Source: an optimization exercise on an open RTL-to-GDS flow (aim: small area and a short achievable clock period). Production flows keep margins and buffers that such runs may drop. The RTL was checked by simulation tests, not by an equivalence proof against the original design.

== JK ==
## lng_unit
module lng_unit (
    input  wire        clk,
    input  wire        rst,         
    input  wire        issue,
    input  wire [5:0]  op,
    input  wire [14:0] m,
    input  wire [39:0] a,
    input  wire [39:0] b,
    input  wire [39:0] acc_lo,      
    input  wire [39:0] acc_hi,      
    input  wire        psn,         
    input  wire [2:0]  slot,
    input  wire [19:0] origin,      
    output wire        ready,
    output wire        done,
    output wire        trap,
    output wire        pair,
    output wire [39:0] r0,
    output wire [39:0] r1,
    output wire [7:0]  cause,
    output wire [17:0] info
);
For scale: ~8300 cells after synthesis, about 250 flip-flops, ~320 I/O pins.
==> flow/config.mk <==
export PLATFORM = sky130hd
export DESIGN_NAME = lng_unit
export DESIGN_NICKNAME = lng_unit
export VERILOG_FILES = /design/flow/design.v
export SDC_FILE = /design/flow/constraint.sdc
export NUM_CORES = 4
export LEC_CHECK = 0
export ABC_AREA = 1
export CAP_MARGIN = 75
export CORE_MARGIN = 2
export CORE_UTILIZATION = 40
export SLEW_MARGIN = 75
==> flow/constraint.sdc <==
create_clock -name core_clock -period 25.0 [get_ports {clk}]
set_input_delay 5.0000 -clock core_clock [delete_from_list [all_inputs] [get_ports {clk}]]
set_output_delay 5.0000 -clock core_clock [all_outputs]
set_load 0.01 [all_outputs]
run.sh (not shown) runs the stock make flow with config.mk's settings and CLKGATE_MAP_FILE= SYNTH_SCRIPT=/design/flow/synth_recipe.tcl, a recipe that flattens the netlist after the stock synthesis.
--- input diff JK..MS ---
--- a/flow/design.v
+++ b/flow/design.v
@@ -201,37 +201,37 @@
             u = u ^ {39{bctl[3*j+2]}};
             rowe[39*j +: 39] = {~u[38], u[37:0]};
             rneg[j] = bctl[3*j+2];
         end
     end
     wire        inc  = !hz && hinv;
     wire [71:0] hrow = hz ? 72'd0 : ({xh[35:0], xl[35:0]} ^ {72{hinv}});
     wire [71:0] tx, ty, tsum;
     lng_mtree u_tree (.e(rowe), .h(hrow), .ng({rneg[6:1], rneg[0] | inc}), .x(tx), .y(ty));
-    lng_add #(72) u_mcpa (.x(tx), .y(ty), .ci(1'b0), .s(tsum), .co());
+    lng_add #(72, 1) u_mcpa (.x(tx), .y(ty), .ci(1'b0), .s(tsum), .co());
     wire        dci  = ~bsign;
     wire [38:0] dn39 = {3'b111, xb[35:0]};
     wire [38:0] dx   = {1'b0, xl[35:0], xa[35:34]};
     wire [38:0] dt1, dt2, dt3;
     lng_add #(39) u_d1 (.x(dx), .y(dn39),              .ci(dci),  .s(dt1), .co());
     lng_add #(39) u_d2 (.x(dx), .y({dn39[37:0], dci}), .ci(dci),  .s(dt2), .co());
     lng_add #(39) u_d3 (.x(dx), .y(xh[38:0]),          .ci(1'b0), .s(dt3), .co());
     wire [1:0]  dqa = !dt3[38] ? 2'd3 : !dt2[38] ? 2'd2 : !dt1[38] ? 2'd1 : 2'd0;
     wire [35:0] dra = !dt3[38] ? dt3[35:0] : !dt2[38] ? dt2[35:0] :
                       !dt1[38] ? dt1[35:0] : dx[35:0];
     wire [37:0] dy   = {1'b0, dra, xa[33]};
     wire [37:0] dtb;
     lng_add #(38) u_db (.x(dy), .y(dn39[37:0]), .ci(dci), .s(dtb), .co());
     wire [35:0] dr = dtb[37] ? dy[35:0] : dtb[35:0];
     wire [35:0] dq = {xa[32:0], dqa, ~dtb[37]};
     wire [21:0] sq_cat = {xh[19:0], xa[35:34]};
     wire [22:0] sq_dif;
-    lng_add #(23) u_sq (.x({1'b0, sq_cat}), .y(~{3'b000, xl[17:0], 2'b01}), .ci(1'b1), .s(sq_dif), .co());
+    lng_add #(23, 1) u_sq (.x({1'b0, sq_cat}), .y(~{3'b000, xl[17:0], 2'b01}), .ci(1'b1), .s(sq_dif), .co());
     wire        sq_ge  = ~sq_dif[22];
     wire [19:0] sq_rem = sq_ge ? sq_dif[19:0] : sq_cat[19:0];
     reg [31:0] ci_r0;        
     reg [31:0] ci_t;         
     reg [31:0] ci_c;         
     integer e, n;
     always @* begin
         case (m[3:0])
             4'd0:    begin ci_t = 32'hd0ad51c1; ci_r0 = {a[7:0],  24'd0}; end
@@ -427,39 +427,52 @@
         end else if (fin) begin
             busy   <= 1'b0;
             rdy    <= 1'b1;
             done_r <= 1'b1;
             trap_r <= ftrap;
             pair_r <= is_wide && !ftrap;
         end
     end
 endmodule
-module lng_add #(parameter W = 8) (
+module lng_add #(parameter W = 8, parameter BK = 0) (
     input  wire [W-1:0] x,
     input  wire [W-1:0] y,
     input  wire         ci,
     output wire [W-1:0] s,
     output wire         co
 );
     reg [W-1:0] g, p, gg, pp;
     integer d, i;
     always @* begin
         g = x & y;
         p = x ^ y;
         gg = g;
         pp = p;
         gg[0] = g[0] | (p[0] & ci);
-        for (d = 1; d < W; d = d * 2)
-            for (i = 0; i < W; i = i + 1)
-                if ((i & d) != 0) begin
-                    gg[i] = gg[i] | (pp[i] & gg[(i & ~(2*d - 1)) + d - 1]);
-                    pp[i] = pp[i] & pp[(i & ~(2*d - 1)) + d - 1];
+        if (BK == 0) begin
+            for (d = 1; d < W; d = d * 2)
+                for (i = 0; i < W; i = i + 1)
+                    if ((i & d) != 0) begin
+                        gg[i] = gg[i] | (pp[i] & gg[(i & ~(2*d - 1)) + d - 1]);
+                        pp[i] = pp[i] & pp[(i & ~(2*d - 1)) + d - 1];
+                    end
+        end else begin
+            for (d = 1; d < W; d = d * 2)
+                for (i = 2*d - 1; i < W; i = i + 2*d) begin
+                    gg[i] = gg[i] | (pp[i] & gg[i-d]);
+                    pp[i] = pp[i] & pp[i-d];
+                end
+            for (d = 64; d >= 1; d = d / 2)
+                for (i = 3*d - 1; i < W; i = i + 2*d) begin
+                    gg[i] = gg[i] | (pp[i] & gg[i-d]);
+                    pp[i] = pp[i] & pp[i-d];
                 end
+        end
     end
     assign s  = p ^ {gg[W-2:0], ci};
     assign co = gg[W-1];
 endmodule
 module lng_mtree (
     input  wire [272:0] e,
     input  wire [71:0]  h,
     input  wire [6:0]   ng,
     output wire [71:0]  x,
## What came out
Status: number of H-tree levels parity (MS, JK). The area growth from synthesis to layout number comes out higher for JK vs MS. Wire length reported by the detailed router improves in MS relative to JK. Global-route usage: MS and JK compared, lower one is MS. Lower synthesized cell area among MS and JK: JK.

* * *

== v6 ==
RTL: one of the versions met above, not the one the previous note started from.
For scale: roughly 8400 cells after synthesis, ~320 I/O pins.
make LEC_CHECK=0 ABC_AREA=1 CAP_MARGIN=65 CORE_MARGIN=2 CORE_UTILIZATION=40 SLEW_MARGIN=65 finish   # period 25.0 ns
Changes in v7 relative to v6:
--- a/flow/design.v
+++ b/flow/design.v
@@ -202,17 +202,17 @@
             rowe[39*j +: 39] = {~u[38], u[37:0]};
             rneg[j] = bctl[3*j+2];
         end
     end
     wire        inc  = !hz && hinv;
     wire [71:0] hrow = hz ? 72'd0 : ({xh[35:0], xl[35:0]} ^ {72{hinv}});
     wire [71:0] tx, ty, tsum;
     lng_mtree u_tree (.e(rowe), .h(hrow), .ng({rneg[6:1], rneg[0] | inc}), .x(tx), .y(ty));
-    lng_add #(72, 1) u_mcpa (.x(tx), .y(ty), .ci(1'b0), .s(tsum), .co());
+    lng_add #(72) u_mcpa (.x(tx), .y(ty), .ci(1'b0), .s(tsum), .co());
     wire        dci  = ~bsign;
     wire [38:0] dn39 = {3'b111, xb[35:0]};
     wire [38:0] dx   = {1'b0, xl[35:0], xa[35:34]};
     wire [38:0] dt1, dt2, dt3;
     lng_add #(39) u_d1 (.x(dx), .y(dn39),              .ci(dci),  .s(dt1), .co());
     lng_add #(39) u_d2 (.x(dx), .y({dn39[37:0], dci}), .ci(dci),  .s(dt2), .co());
     lng_add #(39) u_d3 (.x(dx), .y(xh[38:0]),          .ci(1'b0), .s(dt3), .co());
     wire [1:0]  dqa = !dt3[38] ? 2'd3 : !dt2[38] ? 2'd2 : !dt1[38] ? 2'd1 : 2'd0;
@@ -220,17 +220,17 @@
                       !dt1[38] ? dt1[35:0] : dx[35:0];
     wire [37:0] dy   = {1'b0, dra, xa[33]};
     wire [37:0] dtb;
     lng_add #(38) u_db (.x(dy), .y(dn39[37:0]), .ci(dci), .s(dtb), .co());
     wire [35:0] dr = dtb[37] ? dy[35:0] : dtb[35:0];
     wire [35:0] dq = {xa[32:0], dqa, ~dtb[37]};
     wire [21:0] sq_cat = {xh[19:0], xa[35:34]};
     wire [22:0] sq_dif;
-    lng_add #(23, 1) u_sq (.x({1'b0, sq_cat}), .y(~{3'b000, xl[17:0], 2'b01}), .ci(1'b1), .s(sq_dif), .co());
+    lng_add #(23) u_sq (.x({1'b0, sq_cat}), .y(~{3'b000, xl[17:0], 2'b01}), .ci(1'b1), .s(sq_dif), .co());
     wire        sq_ge  = ~sq_dif[22];
     wire [19:0] sq_rem = sq_ge ? sq_dif[19:0] : sq_cat[19:0];
     reg [31:0] ci_r0;        
     reg [31:0] ci_t;         
     reg [31:0] ci_c;         
     integer e, n;
     always @* begin
         case (m[3:0])
@@ -428,50 +428,37 @@
             busy   <= 1'b0;
             rdy    <= 1'b1;
             done_r <= 1'b1;
             trap_r <= ftrap;
             pair_r <= is_wide && !ftrap;
         end
     end
 endmodule
-module lng_add #(parameter W = 8, parameter BK = 0) (
+module lng_add #(parameter W = 8) (
     input  wire [W-1:0] x,
     input  wire [W-1:0] y,
     input  wire         ci,
     output wire [W-1:0] s,
     output wire         co
 );
     reg [W-1:0] g, p, gg, pp;
     integer d, i;
     always @* begin
         g = x & y;
         p = x ^ y;
         gg = g;
         pp = p;
         gg[0] = g[0] | (p[0] & ci);
-        if (BK == 0) begin
-            for (d = 1; d < W; d = d * 2)
-                for (i = 0; i < W; i = i + 1)
-                    if ((i & d) != 0) begin
-                        gg[i] = gg[i] | (pp[i] & gg[(i & ~(2*d - 1)) + d - 1]);
-                        pp[i] = pp[i] & pp[(i & ~(2*d - 1)) + d - 1];
-                    end
-        end else begin
-            for (d = 1; d < W; d = d * 2)
-                for (i = 2*d - 1; i < W; i = i + 2*d) begin
-                    gg[i] = gg[i] | (pp[i] & gg[i-d]);
-                    pp[i] = pp[i] & pp[i-d];
-                end
-            for (d = 64; d >= 1; d = d / 2)
-                for (i = 3*d - 1; i < W; i = i + 2*d) begin
-                    gg[i] = gg[i] | (pp[i] & gg[i-d]);
-                    pp[i] = pp[i] & pp[i-d];
+        for (d = 1; d < W; d = d * 2)
+            for (i = 0; i < W; i = i + 1)
+                if ((i & d) != 0) begin
+                    gg[i] = gg[i] | (pp[i] & gg[(i & ~(2*d - 1)) + d - 1]);
+                    pp[i] = pp[i] & pp[(i & ~(2*d - 1)) + d - 1];
                 end
-        end
     end
     assign s  = p ^ {gg[W-2:0], ci};
     assign co = gg[W-1];
 endmodule
 module lng_mtree (
     input  wire [272:0] e,
     input  wire [71:0]  h,
     input  wire [6:0]   ng,
[summary]
Clock latency of the later-clocked register in the worst-skew pair, v7 and v6, higher one = v7. Setup WNS v6 -> v7: worse. Between v6 and v7, the flow reports via count of the first global-routing pass increasing slightly. v7 against v6: routed wire length rose by about 1.3%, detailed-route vias per instance rose by 0.12, fraction of the cycle the final worst path needs rose by 1.7 points, total met2 wirelength after detailed routing stayed essentially flat. First-pass GRT wire length: v7 vs v6 up about 1.6%. In the metrics for v7 and v6, the one carrying the higher clock buffer count is v7. Re largest net degree at the start of global routing: v7 and v6 aren't equal, and the lower value belongs to v7. Worst setup path startpoint = m[2]: v7; worst setup path startpoint = m[0]: v6.

[static timing again, ports no longer ideal]
The results above use ideal ports. As a check the final layouts listed here were re-extracted and re-timed, cells and wires unchanged.
Step 1 (the two cells are an assumption about what drives the block):
set clk [get_ports {clk}]
set_driving_cell -lib_cell sky130_fd_sc_hd__clkbuf_16 $clk
set_driving_cell -lib_cell sky130_fd_sc_hd__buf_2 [delete_from_list [all_inputs] $clk]
Step 2, shift: input delay + t, output delay - t, t = (earliest + latest rising clock arrival at the registers) / 2. This alone moves slack from input paths to output paths.
a / b / c = ideal / step 1 / step 2; a / b = the first two.
| run | shift t [ns] | slack for setup (ns) | worst register clock-pin slew, ns |
|---|---|---|---|
| JK | 0.717 | 16.110 / 16.154 / 15.438 | 0.08 / 0.08 |
| MS | 0.724 | 15.598 / 15.598 / 15.598 | 0.07 / 0.07 |
| v6 | 0.703 | 15.727 / 15.757 / 15.054 | 0.07 / 0.07 |
| v7 | 0.734 | 15.296 / 15.347 / 14.613 | 0.08 / 0.08 |
After both steps every run listed still meets setup and hold. The setup slack of v7, which loses most, moves by +0.051 ns with the drivers and by -0.683 ns with both steps.
